This is an optimization exercise on Yosys and OpenROAD, whose aim is small area, a short achievable clock period and few clock cycles per item, not a production implementation. Power is estimated from default activity; no workload was simulated.

branch violet:
Design boholt_dec, start of the top module:
module boholt_dec (
    input  wire        clk,
    input  wire        rst,
    input  wire        in_valid,
    input  wire [31:0] in_data,
    input  wire        in_last,
    output reg         in_ready,
    output reg         out_valid,
    output reg  [15:0] out_item,
    output reg         done,
    output wire [2:0]  res_fault,
    output wire [12:0] res_fault_pos,
    output wire        res_crc_bad,
    output wire [12:0] res_count,
    output wire        hist_we,
    output wire [11:0] hist_waddr,
    output wire [15:0] hist_wdata,
    output reg         hist_re,
    output reg  [11:0] hist_raddr,
    input  wire [15:0] hist_rdata
);
Size: about 2,400 cells after synthesis, roughly 280 flip-flops, ~140 I/O pins, about 0.023 mm^2 of cells after synthesis.
export LEC_CHECK = 0
export CAP_MARGIN = 20
export CORE_MARGIN = 2
export CORE_UTILIZATION = 60
export CTS_BUF_LIST = sky130_fd_sc_hd__clkbuf_4 sky130_fd_sc_hd__clkbuf_8
export PLACE_DENSITY = 0.75
export SETUP_SLACK_MARGIN = 5
export SLEW_MARGIN = 20
create_clock -name core_clock -period 12.0 [get_ports {clk}]
standard.sh (not shown) runs the stock make flow with config.mk's settings and CLKGATE_MAP_FILE= SYNTH_SCRIPT=/design/flow/synth_recipe.tcl, a recipe that flattens the netlist after the stock synthesis.
==> flow/flow/run.sh <==
#!/bin/bash
# The standard layout (standard.sh, with its synthesis unchanged), with
#  - each port buffered, as the standard flow does, with the smallest buffer
#    cell (timing repair resizes it where needed).
# Every tool's output goes to standard.log in this folder.
set -euo pipefail
MARGIN=8.0
sed "s/SETUP_SLACK_MARGIN=[0-9.]*/SETUP_SLACK_MARGIN=$MARGIN/" standard.sh > standard_margin.sh
export BUFFER_PORTS_ARGS="-buffer_cell sky130_fd_sc_hd__buf_1"
bash standard_margin.sh > standard.log 2>&1
What branch maple does differently from branch violet at the input level:
diff --git a/flow/design.v b/flow/design.v
--- a/flow/design.v
+++ b/flow/design.v
@@ -90,47 +90,42 @@
     reg  [2:0]  tok_c;
     reg  [25:0] tok_w;           
     reg  [11:0] cp_n;            
     reg         e_idle;          
     reg         e_le1;           
     reg         cp_ram;          
     reg         cp_p2;           
     reg         pre_q;           
     reg         rd_done;         
-    reg         flt;             
+    reg  [12:0] fpos;            
     reg  [15:0] prev2;
     reg  [11:0] wcnt;            
     assign res_fault     = fault;
-    assign res_fault_pos = flt ? n_p : 13'd0;
+    assign res_fault_pos = fpos;
     assign res_crc_bad   = crc_bad;
     assign res_count     = n_p;
     wire blk_end;                
     wire hdr_fail;               
     wire        at_max  = (room == 13'd0);
     wire [11:0] d_m1    = tok_w[15:4];                 
     reg  [11:0] len_m1;                                
     always @(*) begin
         case (tok_c)
             T_SRUN:  len_m1 = {8'd0, tok_w[5:2]};
             T_LRUN:  len_m1 = tok_w[14:3];
             default: len_m1 = {2'd0, tok_w[25:16]} + 12'd2;
         endcase
     end
     wire        t_lit   = (tok_c == T_LIT || tok_c == T_STO);
     wire        t_cp    = (tok_c == T_SRUN || tok_c == T_LRUN || tok_c == T_MATCH);
     wire        t_ram   = (tok_c == T_MATCH) && (d_m1[11:1] != 11'd0);
     wire        t_p2    = (tok_c == T_MATCH) && (d_m1 == 12'd1);
-    wire        t_m     = (tok_c == T_MATCH);
-    wire [11:0] fld     = (tok_c == T_SRUN) ? {8'd0, tok_w[5:2]} :
-                          (tok_c == T_LRUN) ? tok_w[14:3] : {2'd0, tok_w[25:16]};
-    wire [13:0] room_c  = {1'b0, room} - (t_m ? 14'd3 : 14'd1);   
-    wire [12:0] np_c    = n_p + (t_m ? 13'd3 : 13'd1);
-    wire        over    = room_c[13] || ({1'b0, fld} > room_c[12:0]);    
+    wire        over    = {1'b0, len_m1} >= room;      
     wire        dist_bad = (tok_c == T_MATCH) ? ({1'b0, d_m1} >= n_p) : (n_p == 13'd0);
     wire pop = (st == S_BODY) && tok_v && !pdone && e_idle && (!t_ram || rd_done);
     reg        k_end;
     reg [2:0]  k_fault;
     reg        k_push;
     always @(*) begin
         k_end   = 1'b0;
         k_fault = F_NONE;
         k_push  = 1'b0;
@@ -342,32 +337,32 @@
                     hhalf <= (hw == 3'd0);
                     hw    <= hw + 3'd1;
                 end
             end
             S_CHK: begin
                 if (chk_go) begin
                     hw <= 3'd0;
                     if (hdr_bad) begin
                         fault       <= F_HEADER;
-                        flt         <= 1'b1;
+                        fpos        <= 13'd0;
                         n_p         <= 13'd0;
                         crc_bad     <= 1'b0;
                         st          <= l1 ? S_HDR : S_DRAIN;
                     end else begin
                         st      <= S_BODY;
                         cut     <= h_cut;
                         stored  <= h_stored;
                         wl      <= h_cut ? wl - 12'd1 : wl;
                         wl_nz   <= !(h_cut && f_pz);
                         if (h_cut && !h_stored && room == 13'd0) room <= 13'd4096;
                         n_p     <= 13'd0;
                         fault   <= F_NONE;
-                        flt     <= 1'b0;
+                        fpos    <= 13'd0;
                         crc_bad <= 1'b0;
                         crc     <= 32'hFFFFFFFF;
                         tdone   <= 1'b0;
                         pdone   <= 1'b0;
                         tok_v   <= 1'b0;
                         pay_end <= f_pz;
                         v0      <= 1'b0;
                         o       <= 5'd0;
                         lp0     <= 1'b0;
@@ -381,23 +376,23 @@
             default: begin  
                 if (ph != 2'd0)
                     crc <= crc32_16(crc, ph[1] ? s0[31:16] : s0[15:0]);
                 ph <= (ph == 2'd1) ? 2'd2 : 2'd0;
                 if (pop) begin
                     tok_v <= 1'b0;
                     if (k_end) begin
                         pdone <= 1'b1;
                         fault <= k_fault;
-                        flt   <= (k_fault != F_NONE);
+                        if (k_fault != F_NONE) fpos <= n_p;
                     end
-                    room <= t_cp ? room_c[12:0] - {1'b0, fld} : room - 13'd1;
+                    room <= t_cp ? room + {1'b1, ~len_m1} : room - 13'd1;
                     if (k_push)
-                        n_p  <= t_cp ? np_c + {1'b0, fld} : n_p + 13'd1;
+                        n_p  <= t_cp ? n_p + {1'b0, len_m1} + 13'd1 : n_p + 13'd1;
                 end
                 if (ten) begin
                     tok_v <= 1'b1;
                     tok_c <= t_cls;
                     tok_w <= win;
                     o     <= o_next;
                     if (t_last) tdone <= 1'b1;
                     if (retire_c) begin
                         v0 <= 1'b0;
==> notes.md <==
- Higher flip-flop and latch count among branch maple and branch violet: branch maple
- Summary — slew at the pin with the worst max-slew slack, branch maple relative to branch violet: higher, by 0.11 ns.
- branch maple consumes less power than branch violet does.
- Summary of branch maple over branch violet: sum of routed wire length over all layers shows a reduction of 5200 um, area of the multi-input gates shows a reduction of about 6%.
No run of this note included a check of the RTL's function; only the layout flow was run.

## afterwards: timing with drivers on the ports
No port has a modelled driver above. Below, the same layouts with a new extraction and two added sets of constraints. Step 1 (the two cells are an assumption about what drives the block):
set clk [get_ports {clk}]
set_driving_cell -lib_cell sky130_fd_sc_hd__clkbuf_16 $clk
set_driving_cell -lib_cell sky130_fd_sc_hd__buf_2 [delete_from_list [all_inputs] $clk]
Step 2, shift: input delay + t, output delay - t, t = (earliest + latest rising clock arrival at the registers) / 2. This alone moves slack from input paths to output paths. a / b / c = ideal ports / drivers / drivers and shift; a / b = the first two.
run | shift t [ns] | setup slack, ns | hold slack, ns | latest minus earliest clock arrival (ns) | pins driven straight from the clock port
branch violet | 0.708 | 7.835 / 7.835 / 7.670 | 0.473 / 0.473 / 0.473 | 0.051 / 0.050 | 1
branch maple | 0.698 | 8.103 / 8.057 / 7.977 | 0.466 / 0.466 / 0.466 | 0.046 / 0.046 | 1
After both steps every run listed still meets setup and hold. For branch violet, which loses most, drivers alone change the setup slack by 0.000 ns; drivers and shift together by -0.165 ns.
